Context: an optimization exercise on an open-source flow, tuned for small area. The choices shown serve that exercise and are no tape-out recipe. At most, simulation tests tie the RTL to the original design; equivalence was not proved. Power is estimated from default activity; no workload was simulated.

## run 1
## lane_rx
module lane_rx (
    input  wire         clk,
    input  wire         rst,             
    input  wire         cdr_lock,        
    input  wire         rx_valid,
    input  wire [65:0]  rx_data,
    input  wire         descr_en,
    input  wire [15:0]  hunt_limit,      
    input  wire         match_en,
    input  wire         hdr_care,
    input  wire [1:0]   match_hdr,
    input  wire [63:0]  match_val,
    input  wire [63:0]  match_mask,
    input  wire [1:0]   prbs_sel,        
    input  wire [1:0]   start_mode,      
    input  wire [19:0]  cmp_count,       
    input  wire [63:0]  pmask,
    input  wire         burst,
    input  wire         cmp_event,
    output reg  [1:0]   lane_state,      
    output wire         block_lock,
    output reg          ev_lock,
    output reg          ev_lol,
    output reg          ev_hunt_slow,
    output reg          ev_match,
    output reg          ev_mismatch,
    output reg          ev_cmp_done,
    output reg          blk_valid,
    output reg  [1:0]   blk_hdr,
    output reg  [63:0]  blk_payload,
    output reg  [2:0]   cmp_result,
    output reg  [19:0]  blocks,
    output reg  [19:0]  block_errs,
    output reg  [23:0]  bit_errs,
    output reg  [19:0]  header_errs,
    output reg  [19:0]  first_err,
    output reg  [15:0]  lock_losses
);
    localparam [2:0] R_NOT_STARTED = 3'd0, R_PASS = 3'd1, R_FAIL = 3'd2,
                     R_LOST = 3'd3, R_INCOMPLETE = 3'd4;
    wire in_sync = lane_state[1];
    wire locked  = lane_state[1] & lane_state[0];
    wire hunting = lane_state[1] & ~lane_state[0];
    assign block_lock = locked;
    reg  [65:0] prev_word;       
    reg  [6:0]  offset;          
    reg         skip;
    reg  [5:0]  valid_cnt;       
    reg  [9:0]  hunt_lo;         
    reg  [15:0] hunt_hi;         
    reg  [63:0] hdr_window;      
  ...
Size in the first run: about 470 flip-flops, roughly 510 I/O pins.
==> flow/config.mk <==
export PLATFORM = sky130hd
export DESIGN_NAME = lane_rx
export DESIGN_NICKNAME = lane_rx
export VERILOG_FILES = /design/flow/design.v
export SDC_FILE = /design/flow/constraint.sdc
export NUM_CORES = 4
export LEC_CHECK = 0
export ABC_AREA = 1
export CAP_MARGIN = 20
export CORE_MARGIN = 2
export CORE_UTILIZATION = 40
export SLEW_MARGIN = 20
==> flow/constraint.sdc <==
create_clock -name core_clock -period 18.0 [get_ports {clk}]
set_input_delay 3.6000 -clock core_clock [delete_from_list [all_inputs] [get_ports {clk}]]
set_output_delay 3.6000 -clock core_clock [all_outputs]
set_load 0.01 [all_outputs]
standard.sh (not shown) runs the stock make flow with config.mk's settings and CLKGATE_MAP_FILE= SYNTH_SCRIPT=/design/flow/synth_recipe.tcl, a recipe that flattens the netlist after the stock synthesis.
==> flow/flow/run.sh <==
#!/bin/bash
# Standard layout with two changes: port buffers use the smallest buffer
# (sky130_fd_sc_hd__buf_1) and CTS inserts no dummy loads.
set -euo pipefail
export BUFFER_PORTS_ARGS="-buffer_cell sky130_fd_sc_hd__buf_1"
export CTS_ARGS="-sink_clustering_enable -repair_clock_nets -dont_use_dummy_load"
bash standard.sh > standard_flow.log 2>&1
Run 1 went all the way through synthesis, placement and routing and the layout is clean on timing, DRC and antenna.
The inputs of run 2 differ from those of run 1 as listed below.
Settings: CORE_UTILIZATION now 65, was 40.
==> flow/flow/run.sh <==
#!/bin/bash
# Standard layout with two changes: port buffers use the smallest buffer
# (sky130_fd_sc_hd__buf_1); CTS inserts no dummy loads and uses clkbuf_8.
set -euo pipefail
export BUFFER_PORTS_ARGS="-buffer_cell sky130_fd_sc_hd__buf_1"
export CTS_ARGS="-sink_clustering_enable -repair_clock_nets -dont_use_dummy_load -buf_list {sky130_fd_sc_hd__clkbuf_8} -sink_clustering_size 16 -sink_clustering_max_diameter 50"
bash standard.sh > standard_flow.log 2>&1
Diff run 1 -> run 2 | critical path depth | down by more than a quarter
The wire length number comes out higher for run 1 vs run 2.
Summary of run 2 over run 1: peak fanout along the critical path climbed 29; maximum frequency climbed 0.92%.
Standard-cell row count in run 2 vs run 1: down 22
Transition time at the pin with the least slew margin in run 2 vs run 1: up 0.047 ns
Measured against each other, run 2 and run 1 differ in final total power, the lower figure coming from run 2.
Run 2 vs. run 1: combinational logic power fell by about 2%, share of total power in combinational logic saw an increase, utilization higher.
## Diff of input files: run 3 against run 2
Settings: changing SLEW_MARGIN from 20 to 5; changing CAP_MARGIN from 20 to 5; setting GPL_TIMING_DRIVEN to 0 for the first time; changing CORE_UTILIZATION from 65 to 40.
==> flow/run.sh (new file) <==
#!/bin/bash
# synth_recipe.tcl (not shown) runs the flow's synth.tcl, then flattens the netlist and writes it again
# the make line also repeats each setting of config.mk as NAME=value (left out here)
make -C /OpenROAD-flow-scripts/flow DESIGN_CONFIG=/design/flow/config.mk WORK_HOME=/design/flow/orfs CLKGATE_MAP_FILE= SYNTH_SCRIPT=/design/flow/synth_recipe.tcl finish
removed: flow/flow/run.sh
removed: flow/standard.sh
Findings:
Run 3 vs run 2 — combinational power climbed by more than 10%
Taking run 2 as 1.0, run 3 lands at 0.71 on met3 wirelength from detailed routing.
Between run 2 and run 3, the flow reports design area increasing by more than 10%.
Run 3 against run 2: power went up; wire length went up; global routing usage on met2 went down; count of buffer and inverter cells on the critical path went up.
Slew at the pin closest to its max-slew limit (lower): run 2
For run 4, these inputs were changed with respect to run 3:
Settings: a deleted GPL_TIMING_DRIVEN that had been 0; a change of SLEW_MARGIN from 5 to 20; a change of CAP_MARGIN from 5 to 20.
Taking run 4 as 1.0, run 3 lands at 0.895 on maximum frequency.
Of the two values seen for worst setup path endpoint, bit_errs[20] was produced by run 4 and bit_errs[22] by run 3.
Run 4 reports its master of the slowest instance on the critical path as nor2_4 while run 3 reports o21ai_0.
The sequential cell area in the final layout of run 3 and that of run 4 are within noise of each other.
Biggest power consumer among the groups = sequential cells: run 4; biggest power consumer among the groups = clock: run 3
Run 4 ends up with a part of the power in the clock network that is 0.3 points lower than in run 3.
Against run 3, run 4 reports a via count of the routed design that is lower.
Going from run 3 to run 4, critical path's largest stage delay shrinks by 0.02 ns.
The following lists how run 5 was set up differently from run 4:
Settings: CORE_UTILIZATION now 65, was 40.
==> flow/flow/run.sh (new file) <==
#!/bin/bash
# Standard layout with two changes: port buffers use the smallest buffer
# (sky130_fd_sc_hd__buf_1); CTS inserts no dummy loads and uses clkbuf_8.
set -euo pipefail
export BUFFER_PORTS_ARGS="-buffer_cell sky130_fd_sc_hd__buf_1"
export CTS_ARGS="-sink_clustering_enable -repair_clock_nets -dont_use_dummy_load -buf_list {sky130_fd_sc_hd__clkbuf_8} -sink_clustering_size 12 -sink_clustering_max_diameter 60"
bash standard.sh > standard_flow.log 2>&1
==> flow/standard.sh (new file) <==
#!/bin/bash
# synth_recipe.tcl (not shown) runs the flow's synth.tcl, then flattens the netlist and writes it again
# the make line also repeats each setting of config.mk as NAME=value (left out here)
make -C /OpenROAD-flow-scripts/flow DESIGN_CONFIG=/design/flow/config.mk WORK_HOME=/design/flow/orfs CLKGATE_MAP_FILE= SYNTH_SCRIPT=/design/flow/synth_recipe.tcl "${@:-finish}"
removed: flow/run.sh
Notes after the runs:
- Data arrival time of the worst path | run 5 below run 4
- First-pass GRT wire length: run 5 better than run 4
- Diff run 4 -> run 5: maximum fanout encountered on the critical timing path grew by 31, post-layout minimum cycle time moved down, routed wire length decreased by 8.0% relative to the old numbers, non-clock buffer count lower, total vias in the final route +about 4.5%.
- Summary of run 5 over run 4: power share of the combinational group up 2.7 points, clock network fraction of design power down 13 points, layout-stage area growth over the synthesis result down 15 points, least setup slack across all paths after layout up 0.47 ns.
Function was not checked in any run of this note: the RTL went through the layout flow alone.


== trial 95 ==
Another version of the RTL of lane_rx (not shown whole).
Size: about 2800 cells after synthesis, about 470 flip-flops, roughly 0.028 mm2 of cells after synthesis.
Settings: LEC_CHECK=0, CAP_MARGIN=20, CORE_MARGIN=2, CORE_UTILIZATION=50, SLEW_MARGIN=20; clock period 18.0 ns.
==> flow/flow/run.sh <==
#!/bin/bash
# Own layout flow: the standard ORFS flow (standard.sh) with three changes.
#  1. Synthesis is synth_recipe.tcl unchanged except that ABC maps the
#     combinational logic with flow/abc_area_nf.script (area-oriented &nf)
#     instead of ORFS's abc_area.script. Flip-flops are mapped before ABC, so
#     the registers, their names and cell types are the standard synthesis's.
#  2. Port buffers use the smallest buffer, sky130_fd_sc_hd__buf_1.
#  3. CTS inserts no dummy loads and builds the tree from clkbuf_8.
# Every tool's output goes to a log in this folder (make.log; ORFS's own
# per-step logs stay under orfs/logs).
set -euo pipefail
W=$PWD
sed "s#^source \$::env(SCRIPTS_DIR)/synth_preamble.tcl\$#&\nset abc_args [lreplace \$abc_args 1 1 $W/flow/abc_area_nf.script]#" \
    "$FLOW_HOME/scripts/synth.tcl" > "$W/own_synth_body.tcl"
grep -q "abc_area_nf.script" "$W/own_synth_body.tcl"
sed "s#^source \$::env(SCRIPTS_DIR)/synth.tcl\$#source $W/own_synth_body.tcl#" \
    "$W/synth_recipe.tcl" > "$W/own_synth.tcl"
grep -q "own_synth_body.tcl" "$W/own_synth.tcl"
sed "s#SYNTH_SCRIPT=[^ ]*#SYNTH_SCRIPT=$W/own_synth.tcl#" "$W/standard.sh" > "$W/own_standard.sh"
grep -q "SYNTH_SCRIPT=$W/own_synth.tcl" "$W/own_standard.sh"
export BUFFER_PORTS_ARGS="-buffer_cell sky130_fd_sc_hd__buf_1"
export CTS_ARGS="-sink_clustering_enable -repair_clock_nets -dont_use_dummy_load -buf_list {sky130_fd_sc_hd__clkbuf_8}"
bash "$W/own_standard.sh" > "$W/make.log" 2>&1
==> flow/flow/abc_area_nf.script <==
&get -n
&st
&dc2
&dch -f
&nf -a -F 5 -A 5
&put
topo
Trial 95 | status: complete | timing, DRC, antenna: pass
For trial 24, these inputs were changed with respect to trial 95:
- GPL_TIMING_DRIVEN newly set to 0
diff --git a/flow/flow/run.sh b/flow/flow/run.sh
--- a/flow/flow/run.sh
+++ b/flow/flow/run.sh
@@ -8 +8 @@
-#  3. CTS inserts no dummy loads and builds the tree from clkbuf_8.
+#  3. CTS inserts no dummy loads and builds the tree from clkbuf_4/clkbuf_8.
@@ -22 +22 @@
-export CTS_ARGS="-sink_clustering_enable -repair_clock_nets -dont_use_dummy_load -buf_list {sky130_fd_sc_hd__clkbuf_8}"
+export CTS_ARGS="-sink_clustering_enable -repair_clock_nets -dont_use_dummy_load -buf_list {sky130_fd_sc_hd__clkbuf_4 sky130_fd_sc_hd__clkbuf_8} -sink_clustering_size 10 -sink_clustering_max_diameter 40"
Results
Slowest cell on the critical path = a221oi_2: trial 24; slowest cell on the critical path = a222oi_1: trial 95
Changes observed in trial 24 relative to trial 95: non-clock buffer area fraction after layout now sits higher, total global-route track usage now sits lower, sum of met2 wire segment lengths after detailed routing now sits lower, final-report hold violation count now sits at about the same level.


lane_rx, a different RTL version from the one above (not shown whole).
Size: roughly 2800 cells after synthesis, ~470 flip-flops, ~510 I/O pins, ~0.028 sq mm of cells after synthesis.
Settings: LEC_CHECK=0, CAP_MARGIN=20, CORE_MARGIN=2, CORE_UTILIZATION=45, SLEW_MARGIN=20; clock period 18.0 ns.
==> flow/flow/run.sh <==
#!/bin/bash
# Own layout flow: the standard ORFS flow (standard.sh) with these changes.
#  1. Synthesis is synth_recipe.tcl unchanged except that ABC maps the
#     combinational logic with flow/abc_area_nf.script (area-oriented &nf)
#     instead of ORFS's abc_area.script. Flip-flops are mapped before ABC, so
#     the registers, their names and cell types are the standard synthesis's.
#  2. Port buffers use the smallest buffer, sky130_fd_sc_hd__buf_1.
#  3. CTS inserts no dummy loads and builds the tree from clkbuf_8, with
#     sink clusters of at most 16 sinks and 50 um.
# Every tool's output goes to a log in this folder (make.log; ORFS's own
# per-step logs stay under orfs/logs).
set -euo pipefail
W=$PWD
sed "s#^source \$::env(SCRIPTS_DIR)/synth_preamble.tcl\$#&\nset abc_args [lreplace \$abc_args 1 1 $W/flow/abc_area_nf.script]#" \
    "$FLOW_HOME/scripts/synth.tcl" > "$W/own_synth_body.tcl"
grep -q "abc_area_nf.script" "$W/own_synth_body.tcl"
sed "s#^source \$::env(SCRIPTS_DIR)/synth.tcl\$#source $W/own_synth_body.tcl#" \
    "$W/synth_recipe.tcl" > "$W/own_synth.tcl"
grep -q "own_synth_body.tcl" "$W/own_synth.tcl"
sed "s#SYNTH_SCRIPT=[^ ]*#SYNTH_SCRIPT=$W/own_synth.tcl#" "$W/standard.sh" > "$W/own_standard.sh"
grep -q "SYNTH_SCRIPT=$W/own_synth.tcl" "$W/own_standard.sh"
export BUFFER_PORTS_ARGS="-buffer_cell sky130_fd_sc_hd__buf_1"
export CTS_ARGS="-sink_clustering_enable -repair_clock_nets -dont_use_dummy_load -buf_list {sky130_fd_sc_hd__clkbuf_8} -sink_clustering_size 16 -sink_clustering_max_diameter 50"
bash "$W/own_standard.sh" > "$W/make.log" 2>&1
Scripts as last shown in full above: flow/flow/abc_area_nf.script
The first run passed the timing, DRC and antenna checks.
Next try:
--- a/flow/flow/run.sh
+++ b/flow/flow/run.sh
@@ -8,2 +8,2 @@
-#  3. CTS inserts no dummy loads and builds the tree from clkbuf_8, with
-#     sink clusters of at most 16 sinks and 50 um.
+#  3. CTS inserts no dummy loads and builds the tree from clkbuf_16, with
+#     sink clusters of at most 24 sinks and 60 um.
@@ -23 +23 @@
-export CTS_ARGS="-sink_clustering_enable -repair_clock_nets -dont_use_dummy_load -buf_list {sky130_fd_sc_hd__clkbuf_8} -sink_clustering_size 16 -sink_clustering_max_diameter 50"
+export CTS_ARGS="-sink_clustering_enable -repair_clock_nets -dont_use_dummy_load -buf_list {sky130_fd_sc_hd__clkbuf_16} -sink_clustering_size 24 -sink_clustering_max_diameter 60"
Hold slack gets better by 12 ps.
Power went up by a few percent.
Non-clock buffer count is unchanged.
Clock skew shrinks by 33 ps.
Cell count fell slightly.
Worst setup slack degrades by 36 ps.


## indigo
lane_rx with an RTL version that a note above also has.
Size: ~510 I/O pins, ~28000 sq um of cells after synthesis.
Settings: LEC_CHECK=0, CAP_MARGIN=20, CORE_MARGIN=2, CORE_UTILIZATION=50, GPL_TIMING_DRIVEN=0, SLEW_MARGIN=20; clock period 18.0 ns.
==> flow/flow/run.sh <==
#!/bin/bash
# Own layout flow: the standard ORFS flow (standard.sh) with three changes.
#  1. Synthesis is synth_recipe.tcl unchanged except that ABC maps the
#     combinational logic with flow/abc_area_nf.script (area-oriented &nf)
#     instead of ORFS's abc_area.script. Flip-flops are mapped before ABC, so
#     the registers, their names and cell types are the standard synthesis's.
#  2. Port buffers use the smallest buffer, sky130_fd_sc_hd__buf_1.
#  3. CTS inserts no dummy loads and builds the tree from clkbuf_8.
# Every tool's output goes to a log in this folder (make.log; ORFS's own
# per-step logs stay under orfs/logs).
set -euo pipefail
W=$PWD
sed "s#^source \$::env(SCRIPTS_DIR)/synth_preamble.tcl\$#&\nset abc_args [lreplace \$abc_args 1 1 $W/flow/abc_area_nf.script]#" \
    "$FLOW_HOME/scripts/synth.tcl" > "$W/own_synth_body.tcl"
grep -q "abc_area_nf.script" "$W/own_synth_body.tcl"
sed "s#^source \$::env(SCRIPTS_DIR)/synth.tcl\$#source $W/own_synth_body.tcl#" \
    "$W/synth_recipe.tcl" > "$W/own_synth.tcl"
grep -q "own_synth_body.tcl" "$W/own_synth.tcl"
sed "s#SYNTH_SCRIPT=[^ ]*#SYNTH_SCRIPT=$W/own_synth.tcl#" "$W/standard.sh" > "$W/own_standard.sh"
grep -q "SYNTH_SCRIPT=$W/own_synth.tcl" "$W/own_standard.sh"
export BUFFER_PORTS_ARGS="-buffer_cell sky130_fd_sc_hd__buf_1"
export CTS_ARGS="-sink_clustering_enable -repair_clock_nets -dont_use_dummy_load -buf_list {sky130_fd_sc_hd__clkbuf_8} -sink_clustering_size 16 -sink_clustering_max_diameter 50"
bash "$W/own_standard.sh" > "$W/make.log" 2>&1
Scripts as last shown in full above: flow/flow/abc_area_nf.script
indigo closes out successfully: all stages finished, all timing, DRC and antenna checks passed.
Edits applied to the flow inputs when going from indigo to raven:
- clearing GPL_TIMING_DRIVEN, which used to be 0
- swapping 50 for 45 in CORE_UTILIZATION
--- a/flow/flow/run.sh
+++ b/flow/flow/run.sh
@@ -7,4 +7,5 @@
 #  2. Port buffers use the smallest buffer, sky130_fd_sc_hd__buf_1.
 #  3. CTS inserts no dummy loads and builds the tree from clkbuf_8.
+#  4. Timing-driven global placement does not keep its resizer changes.
 # Every tool's output goes to a log in this folder (make.log; ORFS's own
 # per-step logs stay under orfs/logs).
@@ -21,3 +22,4 @@
 export BUFFER_PORTS_ARGS="-buffer_cell sky130_fd_sc_hd__buf_1"
 export CTS_ARGS="-sink_clustering_enable -repair_clock_nets -dont_use_dummy_load -buf_list {sky130_fd_sc_hd__clkbuf_8} -sink_clustering_size 16 -sink_clustering_max_diameter 50"
+export GPL_KEEP_OVERFLOW=0
 bash "$W/own_standard.sh" > "$W/make.log" 2>&1
[summary]
[raven] fraction of final layout cells sized beyond drive strength 1 fell 0.45 points relative to indigo. Comparing the two runs side by side, raven comes out ahead of indigo on worst setup margin. When raven is set beside indigo, its buffers plus inverters on the worst setup path turns out to be 1 larger. The part of the cycle the worst path needs of raven is lower than that of indigo.
Modified inputs, onyx compared to raven
- a change of CORE_UTILIZATION from 45 to 65
--- a/flow/flow/run.sh
+++ b/flow/flow/run.sh
@@ -6,6 +6,5 @@
 #     the registers, their names and cell types are the standard synthesis's.
 #  2. Port buffers use the smallest buffer, sky130_fd_sc_hd__buf_1.
-#  3. CTS inserts no dummy loads and builds the tree from clkbuf_8.
-#  4. Timing-driven global placement does not keep its resizer changes.
+#  3. CTS inserts no dummy loads and uses clkbuf_8 with smaller sink clusters.
 # Every tool's output goes to a log in this folder (make.log; ORFS's own
 # per-step logs stay under orfs/logs).
@@ -21,5 +20,4 @@
 grep -q "SYNTH_SCRIPT=$W/own_synth.tcl" "$W/own_standard.sh"
 export BUFFER_PORTS_ARGS="-buffer_cell sky130_fd_sc_hd__buf_1"
-export CTS_ARGS="-sink_clustering_enable -repair_clock_nets -dont_use_dummy_load -buf_list {sky130_fd_sc_hd__clkbuf_8} -sink_clustering_size 16 -sink_clustering_max_diameter 50"
-export GPL_KEEP_OVERFLOW=0
+export CTS_ARGS="-sink_clustering_enable -repair_clock_nets -dont_use_dummy_load"
 bash "$W/own_standard.sh" > "$W/make.log" 2>&1
[summary]
Compared with raven, in onyx clock slew seen by the registers of the worst setup and hold paths went down by 0.02 ns, final instance area lost 200 sq um, initial cell density of the core shows an increase of 20 points, routed via count went up 1674.
### onyx -> pepper
- CORE_UTILIZATION changed from 65 to 45
--- a/flow/flow/run.sh
+++ b/flow/flow/run.sh
@@ -6,5 +6,5 @@
 #     the registers, their names and cell types are the standard synthesis's.
 #  2. Port buffers use the smallest buffer, sky130_fd_sc_hd__buf_1.
-#  3. CTS inserts no dummy loads and uses clkbuf_8 with smaller sink clusters.
+#  3. CTS inserts no dummy loads and builds the tree from clkbuf_8.
 # Every tool's output goes to a log in this folder (make.log; ORFS's own
 # per-step logs stay under orfs/logs).
@@ -20,4 +20,4 @@
 grep -q "SYNTH_SCRIPT=$W/own_synth.tcl" "$W/own_standard.sh"
 export BUFFER_PORTS_ARGS="-buffer_cell sky130_fd_sc_hd__buf_1"
-export CTS_ARGS="-sink_clustering_enable -repair_clock_nets -dont_use_dummy_load"
+export CTS_ARGS="-sink_clustering_enable -repair_clock_nets -dont_use_dummy_load -buf_list {sky130_fd_sc_hd__clkbuf_8} -sink_clustering_size 16 -sink_clustering_max_diameter 50"
 bash "$W/own_standard.sh" > "$W/make.log" 2>&1
==> comparison <==
Diff pepper and onyx: routed wire length higher in pepper
Compared pepper vs onyx, and starting density of the core is down in pepper.
Diff onyx..pepper | number of sinks driven by the clock tree | negligible
Diff pepper..onyx | finished layout cell area | negligible
Compared with onyx, pepper shows a lower critical path depth.
Switching power total (pepper over onyx): decrease, 41 uW
Looking at final cell count, pepper sits about 7% above onyx.

## port drivers added, routing unchanged
The flow's constraints put no driver on any port. The routed layouts listed below were extracted and timed again, unchanged, in two steps. Step 1: set_driving_cell puts a clkbuf_16 on clk and a buf_2 on each other input, an assumption about the parent block. Step 2 also shifts input and output timing later by t, the mid clock arrival at the registers, as if the neighbouring blocks saw the same clock. Slacks: ideal / step 1 / step 2; pairs: ideal / step 1.
run | t, ns | slack for setup (ns) | hold WS [ns] | worst setup path at the end | worst data-port slew with drivers (ns)
run 1 | 0.681 | 3.545 / 3.582 / 2.900 | 0.398 / 0.398 / 0.398 | input to register | 0.11
run 2 | 0.734 | 3.677 / 3.713 / 2.978 | 0.397 / 0.397 / 0.397 | input to register | 0.13
run 3 | 0.700 | 1.382 / 1.428 / 0.728 | 0.412 / 0.412 / 0.412 | input to register | 0.09
run 4 | 0.692 | 3.134 / 3.163 / 2.471 | 0.387 / 0.387 / 0.387 | input to register | 0.09
run 5 | 0.732 | 3.607 / 3.648 / 2.916 | 0.399 / 0.399 / 0.399 | input to register | 0.12
trial 95 | 0.704 | 1.413 / 1.415 / 0.712 | 0.408 / 0.408 / 0.408 | input to register | 0.14
trial 24 | 0.701 | 0.573 / 0.559 / -0.142 | 0.397 / 0.397 / 0.397 | input to register | 0.09
the first run of note 3 | 0.735 | 0.718 / 0.749 / 0.015 | 0.389 / 0.389 / 0.389 | input to register | 0.08
the second run of note 3 | 0.637 | 0.683 / 0.716 / 0.078 | 0.401 / 0.401 / 0.401 | input to register | 0.09
indigo | 0.695 | 0.568 / 0.541 / -0.154 | 0.398 / 0.398 / 0.398 | input to register | 0.09
raven | 0.706 | 0.721 / 0.732 / 0.027 | 0.403 / 0.403 / 0.403 | input to register | 0.13
onyx | 0.651 | 0.959 / 0.876 / 0.226 | 0.413 / 0.413 / 0.413 | input to register | 0.14
pepper | 0.716 | 0.945 / 0.982 / 0.266 | 0.382 / 0.382 / 0.382 | input to register | 0.13
Met with ideal ports but missed after step 2: setup timing in trial 24 and indigo. For onyx, which loses most, drivers alone change the setup slack by -0.083 ns; drivers and shift together by -0.733 ns.
